From an optimization exercise on the open Yosys and OpenROAD flow, aimed at small area, a short achievable clock period and few clock cycles per item; shortcuts taken in it are not production practice. Where RTL was checked, it was by simulation tests only, not by an equivalence proof against the original. Power figures rest on the tool's default switching activity, not on a simulated workload.

Setup of rev 12:
==> flow/design.v <==
module kg9_divider (
    input  wire        clk,
    input  wire        rst,
    input  wire        start,
    input  wire        sgn,
    input  wire [63:0] a,
    input  wire [63:0] b,
    output reg         ready,
    output reg         done,
    output wire [63:0] q,
    output wire [63:0] r,
    output reg         exc
);
    reg st_idle, st_s1, st_it, st_f1;
    reg [63:0] R;       
    reg [63:0] E;       
    reg [63:0] Q;       
    reg [6:0]  na, nb;  
    reg [5:0]  cnt;     
    reg        a_neg, b_neg;
    reg        x;       
    reg        inv;     
    reg [7:0]  zg;      
    reg        first;   
    reg        ex;      
    assign q = Q;
    assign r = R;
    reg  xc;                    
    wire neg_q = ~x;
    wire fill  = ~a_neg;        
    function [6:0] bitlen(input [63:0] v);
        integer i;
        begin
            bitlen = 7'd0;
            for (i = 0; i < 64; i = i + 1)
                if (v[i]) bitlen = i + 1;
        end
    endfunction
    wire in_a_neg = sgn & a[63];
    wire in_b_neg = sgn & b[63];
    wire [7:0] dn = {1'b0, na} - {1'b0, nb};
    wire [5:0] sh = dn[7] ? 6'd0 : dn[5:0];
    wire       b_zero = (nb == 7'd0) & ~b_neg;
    wire       q_zero = dn[7] & ~(a_neg & (dn[6:0] == 7'h7f));
    wire       s1_exit = b_zero | q_zero;
    reg  [64:0] kg, kp, kgn, kpn;
    integer kl, kk;
    always @* begin
        kg = {R & E, xc};
        kp = {R ^ E, 1'b0};
        for (kl = 0; kl < 7; kl = kl + 1) begin
            kgn = kg; kpn = kp;
            for (kk = 0; kk < 65; kk = kk + 1)
                if (kk >= (1 << kl)) begin
                    kgn[kk] = kg[kk] | (kp[kk] & kg[kk - (1 << kl)]);
                    kpn[kk] = kp[kk] & kp[kk - (1 << kl)];
                end
            kg = kgn; kp = kpn;
        end
    end
    wire [64:0] sum = {kg[64], (R ^ E) ^ kg[63:0]};
    wire        fits = sum[64] ^ a_neg;
    wire [7:0]  sum_nz;
    genvar gi;
    generate
        for (gi = 0; gi < 8; gi = gi + 1) begin : g_nz
            assign sum_nz[gi] = |sum[8*gi+7:8*gi];
        end
    endgenerate
    wire        last_zero = (zg == 8'd0);
    reg         m1;
    wire        evp = ~first & last_zero & a_neg & ~ex;
    wire use_c = neg_q & (sum[63] ^ ~a_neg);
    reg [63:0] eal;
    integer si;
    always @* begin
        eal = E ^ {64{x}};
        for (si = 0; si < 6; si = si + 1)
            if (sh[si]) eal = (eal << (1 << si)) | ({64{x}} & ((64'd1 << (1 << si)) - 64'd1));
    end
    wire newbit = ((ex | evp) ? 1'b0 : fits) ^ inv;
    wire last   = (cnt == 6'd0);
    wire fin = (st_s1 & s1_exit) | (st_it & last & ~a_neg) | st_f1;
    always @(posedge clk) begin
        if (rst) begin
            st_idle <= 1'b1;
            ready <= 1'b1;
            st_s1 <= 1'b0; st_it <= 1'b0; st_f1 <= 1'b0;
            done <= 1'b0;
        end else begin
            done    <= fin;
            ready   <= (ready & ~start) | fin;
            st_idle <= (st_idle & ~start) | fin;
            st_s1   <= st_idle & start;
            st_it   <= (st_s1 & ~s1_exit) | (st_it & ~last);
            st_f1   <= st_it & last & a_neg;
        end
    end
    always @(posedge clk) begin
        if (st_idle) begin
            R <= a;
            E <= b;
            a_neg <= in_a_neg;
            b_neg <= in_b_neg;
            x <= ~(in_a_neg ^ in_b_neg);
            xc <= ~(in_a_neg ^ in_b_neg);
            na <= bitlen(a ^ {64{in_a_neg}});
            nb <= bitlen(b ^ {64{in_b_neg}});
        end
        if (st_s1) begin
            cnt <= sh;
            ex  <= 1'b0;
            zg  <= sum_nz;
            first <= 1'b1;
            inv <= use_c;
            exc <= b_zero;
            if (s1_exit) begin
                Q <= 64'd0;
            end else begin
                Q <= {64{use_c}};
                if (use_c) R <= sum[63:0];
                E <= eal;
            end
        end
        if (st_it) begin
            begin
                if (first) m1 <= last_zero & a_neg & ~b_neg;
                if (fits) R <= sum[63:0];
                Q <= {Q[62:1], Q[0] ^ evp, newbit};
                zg <= sum_nz;
                first <= 1'b0;
                if (evp) ex <= 1'b1;
                if (!last) begin
                    E <= {fill, E[63:1]};
                    cnt <= cnt - 6'd1;
                end
            end
        end
        if (st_f1) begin
            if (ex | evp) R <= sum[63:0];
            Q <= m1 ? {64{1'b1}} : {Q[63:1], Q[0] ^ evp};
            exc <= b_neg & Q[63];
        end
    end
endmodule
export LEC_CHECK = 0
export CAP_MARGIN = 20
export CORE_MARGIN = 2
export CORE_UTILIZATION = 55
export CTS_CLUSTER_DIAMETER = 80
export CTS_CLUSTER_SIZE = 20
export SETUP_SLACK_MARGIN = 4.0
export SLEW_MARGIN = 20
create_clock -name core_clock -period 8.0 [get_ports {clk}]
standard.sh (not shown) runs the stock make flow with config.mk's settings and CLKGATE_MAP_FILE= SYNTH_SCRIPT=/design/flow/synth_recipe.tcl, a recipe that flattens the netlist after the stock synthesis.
==> flow/flow/run.sh <==
#!/bin/bash
# Standard layout; the port buffers are plain buf_1 cells instead of the
# delay buffers ORFS picks by default. Each tool's output goes to the logs
# that standard.sh's make writes under orfs/logs; make's own output is kept
# in standard.log.
export BUFFER_PORTS_ARGS="-buffer_cell sky130_fd_sc_hd__buf_1"
bash standard.sh > standard.log 2>&1
Rev 12 finished end to end and its layout was clean on timing, DRC and antenna.
Setup changes, rev 12 to rev 13
--- a/flow/design.v
+++ b/flow/design.v
@@ -36,15 +36,15 @@
                 if (v[i]) bitlen = i + 1;
         end
     endfunction
     wire in_a_neg = sgn & a[63];
     wire in_b_neg = sgn & b[63];
     wire [7:0] dn = {1'b0, na} - {1'b0, nb};
-    wire [5:0] sh = dn[7] ? 6'd0 : dn[5:0];
-    wire       b_zero = (nb == 7'd0) & ~b_neg;
-    wire       q_zero = dn[7] & ~(a_neg & (dn[6:0] == 7'h7f));
+    wire [5:0] sh = dn[5:0];            
+    wire       b_zero = (nb == 7'd0);
+    wire       q_zero = dn[7];
     wire       s1_exit = b_zero | q_zero;
     reg  [64:0] kg, kp, kgn, kpn;
     integer kl, kk;
     always @* begin
         kg = {R & E, xc};
         kp = {R ^ E, 1'b0};
@@ -101,14 +101,14 @@
             R <= a;
             E <= b;
             a_neg <= in_a_neg;
             b_neg <= in_b_neg;
             x <= ~(in_a_neg ^ in_b_neg);
             xc <= ~(in_a_neg ^ in_b_neg);
-            na <= bitlen(a ^ {64{in_a_neg}});
-            nb <= bitlen(b ^ {64{in_b_neg}});
+            na <= bitlen(in_a_neg ? {~a[62:0], 1'b1} : a);
+            nb <= bitlen(in_b_neg ? (~b | 64'd1) : b);
         end
         if (st_s1) begin
             cnt <= sh;
             ex  <= 1'b0;
             zg  <= sum_nz;
             first <= 1'b1;
==> comparison <==
- Rev 12 ended up with met5 as its uppermost metal layer occupied by signal nets; rev 13 ended up with met4.
- The final reports for rev 13 and rev 12 show clock distribution area overhead in the final layout higher in the former.
- Critical path data required time across rev 12 and rev 13: no real change.
- Rev 13 vs. rev 12: core area fell by 4.5%, initial antenna violation count moved down, power after layout saw a decrease.
- Rev 13 reports its launching element of the worst setup path as nb[1]$_SDFFCE_PP0P_ while rev 12 reports na[1]$_SDFFCE_PP0P_.
- When the final numbers for rev 12 and rev 13 were put side by side, the number of multi-input logic gates turned out to be smaller in rev 13.
- On non-clock buffer count, the lower figure sits with rev 13, not rev 12.
- Rev 13 has cell area power density below what rev 12 had.
Testbench counts of rev 13, summed over its fixed seeds: cycles 56,892, ops 3,200.
Only the layout flow was run in rev 12; the RTL was not checked for function there.


north:
kg9_divider, a different RTL version from the one above (not shown whole).
Size: ~2800 cells after synthesis, about 23000 sq um of cells after synthesis.
==> module kg9_divider, before the edit <==
module kg9_divider (
    input  wire        clk,
    input  wire        rst,
    input  wire        start,
    input  wire        sgn,
    input  wire [63:0] a,
    input  wire [63:0] b,
    output wire        ready,
    output reg         done,
    output wire [63:0] q,
    output wire [63:0] r,
    output reg         exc
);
    reg st_idle, st_s1, st_it, st_f1;
    reg [63:0] R;       
    reg [63:0] E;       
    reg [63:0] Q;       
    reg [6:0]  na, nb;  
    reg [5:0]  cnt;     
    reg        a_neg, b_neg;
    reg        x;       
    reg        inv;     
    reg [7:0]  zg;      
    reg        first;   
    reg        ex;      
    assign ready = st_idle;
    assign q = Q;
    assign r = R;
    reg  xc;                    
    wire neg_q = ~x;
    wire fill  = ~a_neg;        
    function [6:0] bitlen(input [63:0] v);
        integer i;
        begin
            bitlen = 7'd0;
            for (i = 0; i < 64; i = i + 1)
                if (v[i]) bitlen = i + 1;
        end
    endfunction
    wire in_a_neg = sgn & a[63];
    wire in_b_neg = sgn & b[63];
    wire [7:0] dn = {1'b0, na} - {1'b0, nb};
    wire [5:0] sh = dn[5:0];            
    wire       b_zero = (nb == 7'd0);
    wire       q_zero = dn[7];
    wire       s1_exit = b_zero | q_zero;
    reg  [64:0] kg, kp, kgn, kpn;
    integer kl, kk;
    always @* begin
        kg = {R & E, xc};
        kp = {R ^ E, 1'b0};
        for (kl = 0; kl < 7; kl = kl + 1) begin
            kgn = kg; kpn = kp;
            for (kk = 0; kk < 65; kk = kk + 1)
                if (kk >= (1 << kl)) begin
                    kgn[kk] = kg[kk] | (kp[kk] & kg[kk - (1 << kl)]);
                    kpn[kk] = kp[kk] & kp[kk - (1 << kl)];
                end
            kg = kgn; kp = kpn;
        end
    end
    wire [64:0] sum = {kg[64], (R ^ E) ^ kg[63:0]};
    wire        fits = sum[64] ^ a_neg;
    wire [7:0]  sum_nz;
    genvar gi;
    generate
        for (gi = 0; gi < 8; gi = gi + 1) begin : g_nz
            assign sum_nz[gi] = |sum[8*gi+7:8*gi];
        end
    endgenerate
    wire        last_zero = (zg == 8'd0);
    wire        sum_zero  = (sum_nz == 8'd0);
    reg         m1;
    wire        evp = ~first & last_zero & a_neg & ~ex;
    wire use_c = neg_q & (sum[63] ^ ~a_neg);
    reg [63:0] eal;
    integer si;
    always @* begin
        eal = E ^ {64{x}};
        for (si = 0; si < 6; si = si + 1)
            if (sh[si]) eal = (eal << (1 << si)) | ({64{x}} & ((64'd1 << (1 << si)) - 64'd1));
    end
    wire newbit = ((ex | evp) ? 1'b0 : fits) ^ inv;
    wire last   = (cnt == 6'd0);
    always @(posedge clk) begin
        if (rst) begin
            st_idle <= 1'b1;
            st_s1 <= 1'b0; st_it <= 1'b0; st_f1 <= 1'b0;
            done <= 1'b0;
        end else begin
            done <= 1'b0;
            if (st_idle && start) begin
                st_idle <= 1'b0;
                st_s1 <= 1'b1;
            end
            if (st_s1) begin
                st_s1 <= 1'b0;
                if (s1_exit) begin
                    done <= 1'b1;
                    st_idle <= 1'b1;
                end else begin
                    st_it <= 1'b1;
                end
            end
            if (st_it) begin
                if (last && !(a_neg && (ex || evp || sum_zero || (first && last_zero)))) begin
                    done <= 1'b1;
                    st_it <= 1'b0;
                    st_idle <= 1'b1;
                end else if (last) begin
                    st_it <= 1'b0;
                    st_f1 <= 1'b1;
                end
            end
            if (st_f1) begin
                done <= 1'b1;
                st_f1 <= 1'b0;
                st_idle <= 1'b1;
            end
        end
    end
    always @(posedge clk) begin
        if (st_idle) begin
            R <= a;
            E <= b;
            a_neg <= in_a_neg;
            b_neg <= in_b_neg;
            x <= ~(in_a_neg ^ in_b_neg);
            xc <= ~(in_a_neg ^ in_b_neg);
            na <= bitlen(in_a_neg ? {~a[62:0], 1'b1} : a);
            nb <= bitlen(in_b_neg ? (~b | 64'd1) : b);
        end
        if (st_s1) begin
            cnt <= sh;
            ex  <= 1'b0;
            zg  <= sum_nz;
            first <= 1'b1;
            inv <= use_c;
            exc <= b_zero;
            if (s1_exit) begin
                Q <= 64'd0;
            end else begin
                Q <= {64{use_c}};
                if (use_c) R <= sum[63:0];
                E <= eal;
            end
        end
        if (st_it) begin
            begin
                if (first) m1 <= last_zero & a_neg & ~b_neg;
                if (fits) R <= sum[63:0];
                Q <= {Q[62:1], Q[0] ^ evp, newbit};
                zg <= sum_nz;
                first <= 1'b0;
                if (evp) ex <= 1'b1;
                if (!last) begin
                    E <= {fill, E[63:1]};
                    cnt <= cnt - 6'd1;
                end
            end
        end
        if (st_f1) begin
            if (ex | evp) R <= sum[63:0];
            Q <= m1 ? {64{1'b1}} : {Q[63:1], Q[0] ^ evp};
            exc <= b_neg & Q[63];
        end
    end
endmodule
clock: 8.0 ns
lec_check: 0
cap_margin: 20
core_margin: 2
core_utilization: 40
setup_slack_margin: 4.0
slew_margin: 20
run.sh (not shown) runs the stock make flow with config.mk's settings and CLKGATE_MAP_FILE= SYNTH_SCRIPT=/design/flow/synth_recipe.tcl, a recipe that flattens the netlist after the stock synthesis.
Stock flow here: none of the scripts above is used.
Testbench counts of north, summed over its fixed seeds: cycles 56,399, ops 3,200.
Input changes introduced in south (baseline for comparison: north):
-- flow/design.v --
<<< north, line 70
    endgenerate
    wire        last_zero = (zg == 8'd0);
    wire        sum_zero  = (sum_nz == 8'd0);
    reg         m1;
    wire        evp = ~first & last_zero & a_neg & ~ex;
>>> south, line 70
    endgenerate
    wire        last_zero = (zg == 8'd0);
    reg         m1;
    wire        evp = ~first & last_zero & a_neg & ~ex;
<<< north, line 104
            end
            if (st_it) begin
                if (last && !(a_neg && (ex || evp || sum_zero || (first && last_zero)))) begin
                    done <= 1'b1;
                    st_it <= 1'b0;
>>> south, line 103
            end
            if (st_it) begin
                if (last && !a_neg) begin
                    done <= 1'b1;
                    st_it <= 1'b0;
Notes after the runs:
south: PASS, flow complete, no timing, DRC or antenna violations
Final estimated routing congestion in global placement was higher in the run labelled north.
On number of detailed-routing iterations run before antenna repair, the lower figure sits with north, not south.
From north to south the numbers moved as follows: number of nets with antenna violations after routing essentially unchanged, overall power after layout decreased 0.00072 W, via count decreased 5.9%.
Of north and south, the higher multi-input combinational gate total belongs to north.
Sort north and south by critical path depth desc -> top: north
Function not checked in south: the RTL went through the layout flow alone.


Setup of xenon:
kg9_divider, a different RTL version from the one above (not shown whole).
Size in the first run: about 2,600 cells after synthesis, about 230 flip-flops, about 0.022 mm^2 of cells after synthesis.
==> module kg9_divider, before the edit <==
module kg9_divider (
    input  wire        clk,
    input  wire        rst,
    input  wire        start,
    input  wire        sgn,
    input  wire [63:0] a,
    input  wire [63:0] b,
    output reg         ready,
    output reg         done,
    output wire [63:0] q,
    output wire [63:0] r,
    output reg         exc
);
    reg st_idle, st_s1, st_it, st_f1;
    reg [63:0] R;       
    reg [63:0] E;       
    reg [63:0] Q;       
    reg [6:0]  na, nb;  
    reg [5:0]  cnt;     
    reg        a_neg, b_neg;
    reg        x;       
    reg        inv;     
    reg [7:0]  zg;      
    reg        first;   
    reg        ex;      
    assign q = Q;
    assign r = R;
    reg  xc;                    
    wire neg_q = ~x;
    wire fill  = ~a_neg;        
    function [6:0] bitlen(input [63:0] v);
        integer i;
        begin
            bitlen = 7'd0;
            for (i = 0; i < 64; i = i + 1)
                if (v[i]) bitlen = i + 1;
        end
    endfunction
    wire in_a_neg = sgn & a[63];
    wire in_b_neg = sgn & b[63];
    wire [7:0] dn = {1'b0, na} - {1'b0, nb};
    wire [5:0] sh = dn[5:0];            
    wire       b_zero = (nb == 7'd0);
    wire       q_zero = dn[7];
    wire       s1_exit = b_zero | q_zero;
    reg  [64:0] kg, kp, kgn, kpn;
    integer kl, kk;
    always @* begin
        kg = {R & E, xc};
        kp = {R ^ E, 1'b0};
        for (kl = 0; kl < 7; kl = kl + 1) begin
            kgn = kg; kpn = kp;
            for (kk = 0; kk < 65; kk = kk + 1)
                if (kk >= (1 << kl)) begin
                    kgn[kk] = kg[kk] | (kp[kk] & kg[kk - (1 << kl)]);
                    kpn[kk] = kp[kk] & kp[kk - (1 << kl)];
                end
            kg = kgn; kp = kpn;
        end
    end
    wire [64:0] sum = {kg[64], (R ^ E) ^ kg[63:0]};
    wire        fits = sum[64] ^ a_neg;
    wire [7:0]  sum_nz;
    genvar gi;
    generate
        for (gi = 0; gi < 8; gi = gi + 1) begin : g_nz
            assign sum_nz[gi] = |sum[8*gi+7:8*gi];
        end
    endgenerate
    wire        last_zero = (zg == 8'd0);
    reg         m1;
    wire        evp = ~first & last_zero & a_neg & ~ex;
    wire use_c = neg_q & (sum[63] ^ ~a_neg);
    reg [63:0] eal;
    integer si;
    always @* begin
        eal = E ^ {64{x}};
        for (si = 0; si < 6; si = si + 1)
            if (sh[si]) eal = (eal << (1 << si)) | ({64{x}} & ((64'd1 << (1 << si)) - 64'd1));
    end
    wire newbit = ((ex | evp) ? 1'b0 : fits) ^ inv;
    wire last   = (cnt == 6'd0);
    wire fin = (st_s1 & s1_exit) | (st_it & last & ~a_neg) | st_f1;
    always @(posedge clk) begin
        if (rst) begin
            st_idle <= 1'b1;
            ready <= 1'b1;
            st_s1 <= 1'b0; st_it <= 1'b0; st_f1 <= 1'b0;
            done <= 1'b0;
        end else begin
            done    <= fin;
            ready   <= (ready & ~start) | fin;
            st_idle <= (st_idle & ~start) | fin;
            st_s1   <= st_idle & start;
            st_it   <= (st_s1 & ~s1_exit) | (st_it & ~last);
            st_f1   <= st_it & last & a_neg;
        end
    end
    always @(posedge clk) begin
        if (st_idle) begin
            R <= a;
            E <= b;
            a_neg <= in_a_neg;
            b_neg <= in_b_neg;
            x <= ~(in_a_neg ^ in_b_neg);
            xc <= ~(in_a_neg ^ in_b_neg);
            na <= bitlen(in_a_neg ? {~a[62:0], 1'b1} : a);
            nb <= bitlen(in_b_neg ? (~b | 64'd1) : b);
        end
        if (st_s1) begin
            cnt <= sh;
            ex  <= 1'b0;
            zg  <= sum_nz;
            first <= 1'b1;
            inv <= use_c;
            exc <= b_zero;
            if (s1_exit) begin
                Q <= 64'd0;
            end else begin
                if (use_c) R <= sum[63:0];
                E <= eal;
            end
        end
        if (st_it) begin
            begin
                if (first) m1 <= last_zero & a_neg & ~b_neg;
                if (fits) R <= sum[63:0];
                Q <= first ? {{63{inv}}, newbit} : {Q[62:1], Q[0] ^ evp, newbit};
                zg <= sum_nz;
                first <= 1'b0;
                if (evp) ex <= 1'b1;
                if (!last) begin
                    E <= {fill, E[63:1]};
                    cnt <= cnt - 6'd1;
                end
            end
        end
        if (st_f1) begin
            if (ex | evp) R <= sum[63:0];
            Q <= m1 ? {64{1'b1}} : {Q[63:1], Q[0] ^ evp};
            exc <= b_neg & Q[63];
        end
    end
endmodule
==> flow/config.mk <==
export PLATFORM = sky130hd
export DESIGN_NAME = kg9_divider
export DESIGN_NICKNAME = kg9_divider
export VERILOG_FILES = /design/flow/design.v
export SDC_FILE = /design/flow/constraint.sdc
export NUM_CORES = 4
export LEC_CHECK = 0
export CAP_MARGIN = 20
export CORE_MARGIN = 2
export CORE_UTILIZATION = 55
export CTS_CLUSTER_DIAMETER = 90
export CTS_CLUSTER_SIZE = 26
export SETUP_SLACK_MARGIN = 4.0
export SLEW_MARGIN = 20
==> flow/constraint.sdc <==
create_clock -name core_clock -period 8.0 [get_ports {clk}]
set_input_delay 1.6000 -clock core_clock [delete_from_list [all_inputs] [get_ports {clk}]]
set_output_delay 1.6000 -clock core_clock [all_outputs]
set_load 0.01 [all_outputs]
standard.sh (not shown) runs the stock make flow with config.mk's settings and CLKGATE_MAP_FILE= SYNTH_SCRIPT=/design/flow/synth_recipe.tcl, a recipe that flattens the netlist after the stock synthesis.
Scripts as last shown in full above: flow/flow/run.sh
> inputs changed (xenon -> indigo)
--- a/flow/design.v
+++ b/flow/design.v
@@ -116,17 +116,18 @@
             exc <= b_zero;
             if (s1_exit) begin
                 Q <= 64'd0;
             end else begin
+                Q <= {64{use_c}};
                 if (use_c) R <= sum[63:0];
                 E <= eal;
             end
         end
         if (st_it) begin
             begin
                 if (first) m1 <= last_zero & a_neg & ~b_neg;
                 if (fits) R <= sum[63:0];
-                Q <= first ? {{63{inv}}, newbit} : {Q[62:1], Q[0] ^ evp, newbit};
+                Q <= {Q[62:1], Q[0] ^ evp, newbit};
                 zg <= sum_nz;
                 first <= 1'b0;
                 if (evp) ex <= 1'b1;
                 if (!last) begin
Results
In the reports for indigo and xenon, the smaller maximum clock frequency belongs to xenon.
Diff indigo and xenon: worst setup slack before clock tree synthesis lower in xenon
indigo vs xenon: time the final worst path needs with I/O delays and setup down in indigo
indigo vs xenon, instance count: indigo lower
Compared with xenon, in indigo routed wire length fell 3700 um, worst-margin pin slew fell 38 ps.
indigo against xenon: global-route usage now sits lower; static leakage now sits lower; met3 global-route usage now sits lower; detail-routed via count per cell now sits lower.
Testbench counts of indigo, summed over its fixed seeds: cycles 56,892, ops 3,200.
For xenon, only the layout was checked, not whether the RTL still works.

re-timing with driven ports:
Ports are ideal in the flow. The routed layouts listed here were re-timed in OpenROAD. Step 1 assumes that a clkbuf_16 drives the clock port and a buf_2 every other input. Step 2 also shifts input and output timing later by t, the mid clock arrival at the registers, as if the neighbouring blocks saw the same clock. a / b / c = no drivers / after step 1 / after step 2; a / b = the first two.
| run | shift t [ns] | slack for setup (ns) | worst hold slack (ns) | worst data-port slew with drivers (ns) | cell pins on the clock port's net |
|---|---|---|---|---|---|
| rev 12 | 0.615 | 3.865 / 3.865 / 3.549 | 0.463 / 0.463 / 0.463 | 0.10 | 1 |
| rev 13 | 0.595 | 4.025 / 4.025 / 3.623 | 0.443 / 0.443 / 0.443 | 0.05 | 1 |
| north | 0.667 | 3.837 / 3.837 / 3.428 | 0.478 / 0.478 / 0.478 | 0.06 | 1 |
| south | 0.650 | 3.911 / 3.911 / 3.486 | 0.463 / 0.463 / 0.463 | 0.07 | 1 |
| xenon | 0.583 | 3.933 / 3.933 / 3.660 | 0.463 / 0.463 / 0.463 | 0.06 | 1 |
| indigo | 0.579 | 4.033 / 4.033 / 3.656 | 0.449 / 0.449 / 0.449 | 0.05 | 1 |
After both steps every run listed still meets setup and hold. For south, which loses most, drivers alone change the setup slack by 0.000 ns; drivers and shift together by -0.425 ns.
